From an optimization exercise on the open Yosys and OpenROAD flow, aimed at small area and a short achievable clock period; shortcuts taken in it are not production practice. Where RTL was checked, it was by simulation tests only, not by an equivalence proof against the original. Power and IR drop assume default switching activity.

==> flow/design.v (excerpt) <==
module dc_blocker (
    input  wire               clk,
    input  wire               rst,        
    input  wire               in_valid,
    input  wire signed [39:0] x,
    input  wire               track,
    input  wire               load,
    input  wire        [2:0]  corner,
    output reg                out_valid,
    output reg  signed [39:0] y,
    output wire signed [71:0] base
);
clock: 20.0 ns
lec_check: 0
cap_margin: 20
core_margin: 2
core_utilization: 40
slew_margin: 20
run.sh (not shown) runs the stock make flow with config.mk's settings and CLKGATE_MAP_FILE= SYNTH_SCRIPT=/design/flow/synth_recipe.tcl, a recipe that flattens the netlist after the stock synthesis.
Rerun with:
- ABC_CLOCK_PERIOD_IN_PS: unset -> 4500
=> The new run produced a clean layout; routed wire length stays the same; global-route usage is unchanged; setup slack is unchanged; via count is unchanged.
No run of this note included a check of the RTL's function; only the layout flow was run.

---

== purple ==
dc_blocker, a different RTL version from the one above (not shown whole).
For scale: roughly 160 I/O pins.
==> flow/config.mk <==
export PLATFORM = sky130hd
export DESIGN_NAME = dc_blocker
export DESIGN_NICKNAME = dc_blocker
export VERILOG_FILES = /design/flow/design.v
export SDC_FILE = /design/flow/constraint.sdc
export NUM_CORES = 4
export LEC_CHECK = 0
export CAP_MARGIN = 20
export CORE_MARGIN = 2
export CORE_UTILIZATION = 65
export CTS_CLUSTER_DIAMETER = 75
export CTS_CLUSTER_SIZE = 28
export SLEW_MARGIN = 20
==> flow/constraint.sdc <==
create_clock -name core_clock -period 20.0 [get_ports {clk}]
set_input_delay 4.0000 -clock core_clock [delete_from_list [all_inputs] [get_ports {clk}]]
set_output_delay 4.0000 -clock core_clock [all_outputs]
set_load 0.01 [all_outputs]
standard.sh (not shown) runs the stock make flow with config.mk's settings and CLKGATE_MAP_FILE= SYNTH_SCRIPT=/design/flow/synth_recipe.tcl, a recipe that flattens the netlist after the stock synthesis.
==> flow/flow/run.sh <==
#!/bin/bash
set -e
export BUFFER_PORTS_ARGS="-buffer_cell sky130_fd_sc_hd__buf_2"
export SETUP_SLACK_MARGIN=14.7
bash standard.sh > standard.log 2>&1
purple closes out successfully: all stages finished, all timing, DRC and antenna checks passed.
> inputs changed (purple -> red)
-- flow/config.mk --
<<< purple, line 10
export CORE_UTILIZATION = 65
export CTS_CLUSTER_DIAMETER = 75
export CTS_CLUSTER_SIZE = 28
export SLEW_MARGIN = 20
>>> red, line 10
export CORE_UTILIZATION = 65
export SLEW_MARGIN = 20
Notes after the runs:
- First-pass GRT wire length (higher): red
- Relative to purple, aggregate global-route resource usage increased by 2.3 points in red.
- [compare] base=purple new=red: length of routed met3 wiring has increased, clock network power share has increased, pin slew with the least headroom to its limit has increased, clock period minus final worst setup slack has decreased.
- Sort purple and red by met1 layer usage reported by global route, descending, and red comes first.
Function was not checked in any run of this note: the RTL went through the layout flow alone.

---

dc_blocker, a different RTL version from the one above (not shown whole).
Size: ~2,500 cells after synthesis, roughly 160 I/O pins, ~31,000 sq um of cells after synthesis.
export LEC_CHECK = 0
export CAP_MARGIN = 20
export CORE_MARGIN = 2
export CORE_UTILIZATION = 70
export CTS_CLUSTER_DIAMETER = 60
export CTS_CLUSTER_SIZE = 20
export SLEW_MARGIN = 20
create_clock -name core_clock -period 20.0 [get_ports {clk}]
Scripts as last shown in full above: flow/flow/run.sh
Then changed:
Settings changed: CORE_UTILIZATION 70 to 65.
=> Utilization came out lower by 4.2 points; first-iteration DRC count went down by about 20%; setup slack is about the same; clock power came out higher by 4.2%; total power goes up by about 0.4%; die area climbs by about 7.5%; synthesized cell count stays the same; routed wire length shrinks by about 2%.
Then changed:
==> flow/flow/run.sh (replaced) <==
#!/bin/bash
set -e
export BUFFER_PORTS_ARGS="-buffer_cell sky130_fd_sc_hd__buf_2"
export SETUP_SLACK_MARGIN=14.8
bash standard.sh > standard.log 2>&1
Settings changed: CTS_CLUSTER_DIAMETER 60 to not set, CTS_CLUSTER_SIZE 20 to not set.
The changed run finished clean.
Clock-buffer cell count grows by 22.
Power grows by 8.0%.
Final cell count grows by about 3.4%.
Combinational power barely changes.
Core utilization grows by 2.8 points.
Clock power grows by 31%.
Non-clock buffer count grows by 65.
Then changed:
==> flow/flow/run.sh (replaced) <==
#!/bin/bash
set -e
export BUFFER_PORTS_ARGS="-buffer_cell sky130_fd_sc_hd__buf_2"
export SETUP_SLACK_MARGIN=14.7
bash standard.sh > standard.log 2>&1
Settings changed: CTS_BUF_LIST set to sky130_fd_sc_hd__clkbuf_8 sky130_fd_sc_hd__clkbuf_16, CTS_CLUSTER_DIAMETER set to 60, CTS_CLUSTER_SIZE set to 20.
After rerunning: The new run ran to the end with no violations. Combinational power is about the same. First-iteration DRC count came out lower by 17%. Count of clock-buffer cells in the layout came out lower by 30. Non-clock buffer count shrinks by 65. Wire length falls by 4.1%. Via count drops by 2.2%.
Then changed:
Settings changed: CTS_BUF_LIST sky130_fd_sc_hd__clkbuf_8 sky130_fd_sc_hd__clkbuf_16 to not set, CTS_CLUSTER_DIAMETER 60 to 75, CTS_CLUSTER_SIZE 20 to 28.
After rerunning: Cell area drops slightly. Global-route usage shrinks by 0.49 points. First-iteration DRC count is higher by a few percent. Worst hold slack hardly moves. Count of clock-buffer cells in the layout drops by 1. Via count decreases slightly. Wire length falls slightly. Utilization is lower by 0.53 points.
Then changed:
==> flow/flow/run.sh (replaced) <==
#!/bin/bash
set -e
export BUFFER_PORTS_ARGS="-buffer_cell sky130_fd_sc_hd__buf_2"
export SETUP_SLACK_MARGIN=14.8
bash standard.sh > standard.log 2>&1
Settings changed: CTS_BUF_LIST set to sky130_fd_sc_hd__clkbuf_8, CTS_CLUSTER_DIAMETER 75 to not set, CTS_CLUSTER_SIZE 28 to not set.
Result: The new run completed without violations; routed wire length is higher by 3.6%; global-route usage climbs by 1.3 points; fmax falls by 0.68%; design area rises by 4.5%; clock power climbs by 38%; register-to-register slack degrades by 0.08 ns; die area does not change; hold slack degrades by 0.016 ns; non-clock buffer count rises by 54.

---

## v6
Starting RTL as in the previous note.
==> flow/config.mk <==
export PLATFORM = sky130hd
export DESIGN_NAME = dc_blocker
export DESIGN_NICKNAME = dc_blocker
export VERILOG_FILES = /design/flow/design.v
export SDC_FILE = /design/flow/constraint.sdc
export NUM_CORES = 4
export LEC_CHECK = 0
export CAP_MARGIN = 20
export CORE_MARGIN = 2
export CORE_UTILIZATION = 65
export SLEW_MARGIN = 20
==> flow/constraint.sdc <==
create_clock -name core_clock -period 20.0 [get_ports {clk}]
set_input_delay 4.0000 -clock core_clock [delete_from_list [all_inputs] [get_ports {clk}]]
set_output_delay 4.0000 -clock core_clock [all_outputs]
set_load 0.01 [all_outputs]
==> flow/flow/run.sh <==
#!/bin/bash
set -e
export BUFFER_PORTS_ARGS="-buffer_cell sky130_fd_sc_hd__buf_2"
export SETUP_SLACK_MARGIN=14.7
bash standard.sh > standard.log 2>&1
Setup changes, v6 to v7
==> flow/flow/run.sh <==
#!/bin/bash
set -e
export BUFFER_PORTS_ARGS="-buffer_cell sky130_fd_sc_hd__buf_1"
export SETUP_SLACK_MARGIN=14.7
bash standard.sh > standard.log 2>&1
### Flow results
Against v6, buffers inserted during post-CTS setup optimization in v7 fell by more than 10%. The critical path endpoint comes out base[68] in one run and base[71] in the other, namely in v6 and v7 respectively. Sequential share of layout area, v7 and v6, higher one = v7. Compared with v6, v7 is the more power-hungry design. v7 and v6 ended up with roughly the same final cell count.

---

Setup of the baseline:
dc_blocker, a different RTL version from the one above (not shown whole).
Size: ~2600 cells after synthesis, ~590 flip-flops, about 160 I/O pins.
Design dc_blocker, start of the top module:
module dc_blocker (
    input  wire               clk,
    input  wire               rst,        
    input  wire               in_valid,
    input  wire signed [39:0] x,
    input  wire               track,
    input  wire               load,
    input  wire        [2:0]  corner,
    output reg                out_valid,
    output reg  signed [39:0] y,
    output wire signed [71:0] base
);
Settings: LEC_CHECK=0, CAP_MARGIN=20, CORE_MARGIN=2, CORE_UTILIZATION=65, SLEW_MARGIN=20; clock period 20.0 ns.
==> flow/flow/run.sh <==
#!/bin/bash
set -e
export BUFFER_PORTS_ARGS="-buffer_cell sky130_fd_sc_hd__buf_2"
bash standard.sh > standard.log 2>&1
Here is what was changed in the inputs of the candidate compared with the baseline.
Settings: swapping 65 for 40 in CORE_UTILIZATION.
==> flow/run.sh (new file) <==
#!/bin/bash
# synth_recipe.tcl (not shown) runs the flow's synth.tcl, then flattens the netlist and writes it again
# the make line also repeats each setting of config.mk as NAME=value (left out here)
make -C /OpenROAD-flow-scripts/flow DESIGN_CONFIG=/design/flow/config.mk WORK_HOME=/design/flow/orfs CLKGATE_MAP_FILE= SYNTH_SCRIPT=/design/flow/synth_recipe.tcl finish
removed: flow/flow/run.sh
removed: flow/standard.sh
### Flow results
- The candidate: maximum frequency lower than the baseline
- When the candidate is set beside the baseline, its critical-path maximum fanout turns out to be 151 larger.
- Higher number of buffers and inverters on the critical path goes to the candidate over the baseline.
- The synthesis-to-layout area growth reported for the candidate is greater than that of the baseline by 5.5 points.
No functional check of the RTL was part of any run of this note.

---

dc_blocker, a different RTL version from the one above (not shown whole).
Size: roughly 2600 cells after synthesis, roughly 160 I/O pins, ~32000 um2 of cells after synthesis.
clock: 20.0 ns
lec_check: 0
cap_margin: 20
core_margin: 2
core_utilization: 65
slew_margin: 20
==> flow/flow/run.sh <==
#!/bin/bash
set -e
export BUFFER_PORTS_ARGS="-buffer_cell sky130_fd_sc_hd__buf_2"
export SETUP_SLACK_MARGIN=14.8
bash standard.sh > standard.log 2>&1
The starting point finished with timing, DRC and antenna clean.
Edit:
==> flow/flow/run.sh (replaced) <==
#!/bin/bash
set -e
export BUFFER_PORTS_ARGS="-buffer_cell sky130_fd_sc_hd__buf_2"
bash standard.sh > standard.log 2>&1
Effect: Global-route usage came out lower by 0.40 points. Routed wire length came out lower by 3.6%. Sequential share of layout area came out higher by 1.2 points. Maximum frequency came out lower by 2.0%. Setup slack loses 0.11 ns. Clock-buffer cell count came out higher by 4.

---

dc_blocker with an RTL version that a note above also has.
Size: ~2600 cells after synthesis, roughly 160 I/O pins, ~31000 µm² of cells after synthesis.
## dc_blocker
module dc_blocker (
    input  wire               clk,
    input  wire               rst,        
    input  wire               in_valid,
    input  wire signed [39:0] x,
    input  wire               track,
    input  wire               load,
    input  wire        [2:0]  corner,
    output reg                out_valid,
    output reg  signed [39:0] y,
    output wire signed [71:0] base
);
clock: 20.0 ns
lec_check: 0
cap_margin: 20
core_margin: 2
core_utilization: 65
cts_buf_list: sky130_fd_sc_hd__clkbuf_4 sky130_fd_sc_hd__clkbuf_8
slew_margin: 20
run.sh (not shown) runs the stock make flow with config.mk's settings and CLKGATE_MAP_FILE= SYNTH_SCRIPT=/design/flow/synth_recipe.tcl, a recipe that flattens the netlist after the stock synthesis.
Stock flow here: none of the scripts above is used.
==> next run, changes <==
Settings changed: ABC_AREA set to 1, CORE_UTILIZATION 65 to 40, CTS_BUF_LIST sky130_fd_sc_hd__clkbuf_4 sky130_fd_sc_hd__clkbuf_8 to not set.
Synthesized cell count came out higher by 24%; hold slack is worse by 0.0032 ns; critical path depth came out lower by 16; global-route usage came out lower by 9.7 points.
No run of this note included a check of the RTL's function; only the layout flow was run.

## what the ideal ports hide
In the flow no input, the clock included, has a driving cell. The finished layouts below were timed again as built, in two steps.
Step 1 sets driving cells, clkbuf_16 on the clock port and buf_2 on the other inputs (assumed; they add their load-dependent delay and slew).
Step 2 moves the port delays by t, midway between the first and last clock arrival at a register: inputs arrive t later, outputs are due t later. That takes back most of the time a late clock gives input paths.
Three values: ideal, step 1, step 2; two values: the first two.
run	t, ns	setup slack, ns	worst setup path after step 2	worst data-port slew with drivers (ns)
the first run of note 1	0.668	11.517 / 11.517 / 11.517	register to register	0.08
the second run of note 1	0.668	11.517 / 11.517 / 11.517	register to register	0.08
purple	0.678	14.694 / 14.631 / 14.836	input to register	0.07
red	0.686	14.702 / 14.644 / 14.801	register to register	0.07
the first run of note 3	0.645	14.711 / 14.649 / 14.692	input to register	0.07
the second run of note 3	0.660	14.712 / 14.646 / 14.676	input to register	0.06
the third run of note 3	0.691	14.690 / 14.627 / 14.676	input to register	0.06
the fourth run of note 3	0.661	14.717 / 14.651 / 14.675	input to register	0.06
the fifth run of note 3	0.702	14.665 / 14.600 / 14.697	input to register	0.05
the sixth run of note 3	0.755	14.629 / 14.573 / 14.706	input to register	0.06
v6	0.692	14.702 / 14.639 / 14.659	input to register	0.06
v7	0.690	14.651 / 14.589 / 14.529	input to register	0.07
the baseline	0.674	13.922 / 13.922 / 13.922	register to register	0.07
the candidate	0.672	13.865 / 13.865 / 13.865	register to register	0.08
the first run of note 6	0.691	14.655 / 14.593 / 14.763	input to register	0.07
the second run of note 6	0.685	14.548 / 14.548 / 14.548	register to register	0.07
the first run of note 7	0.726	13.972 / 13.972 / 13.904	input to register	0.06
the second run of note 7	0.688	14.259 / 14.198 / 13.961	input to register	0.07
After both steps every run listed still meets setup and hold. For the second run of note 7, which loses most, drivers alone change the setup slack by -0.061 ns; drivers and shift together by -0.298 ns.
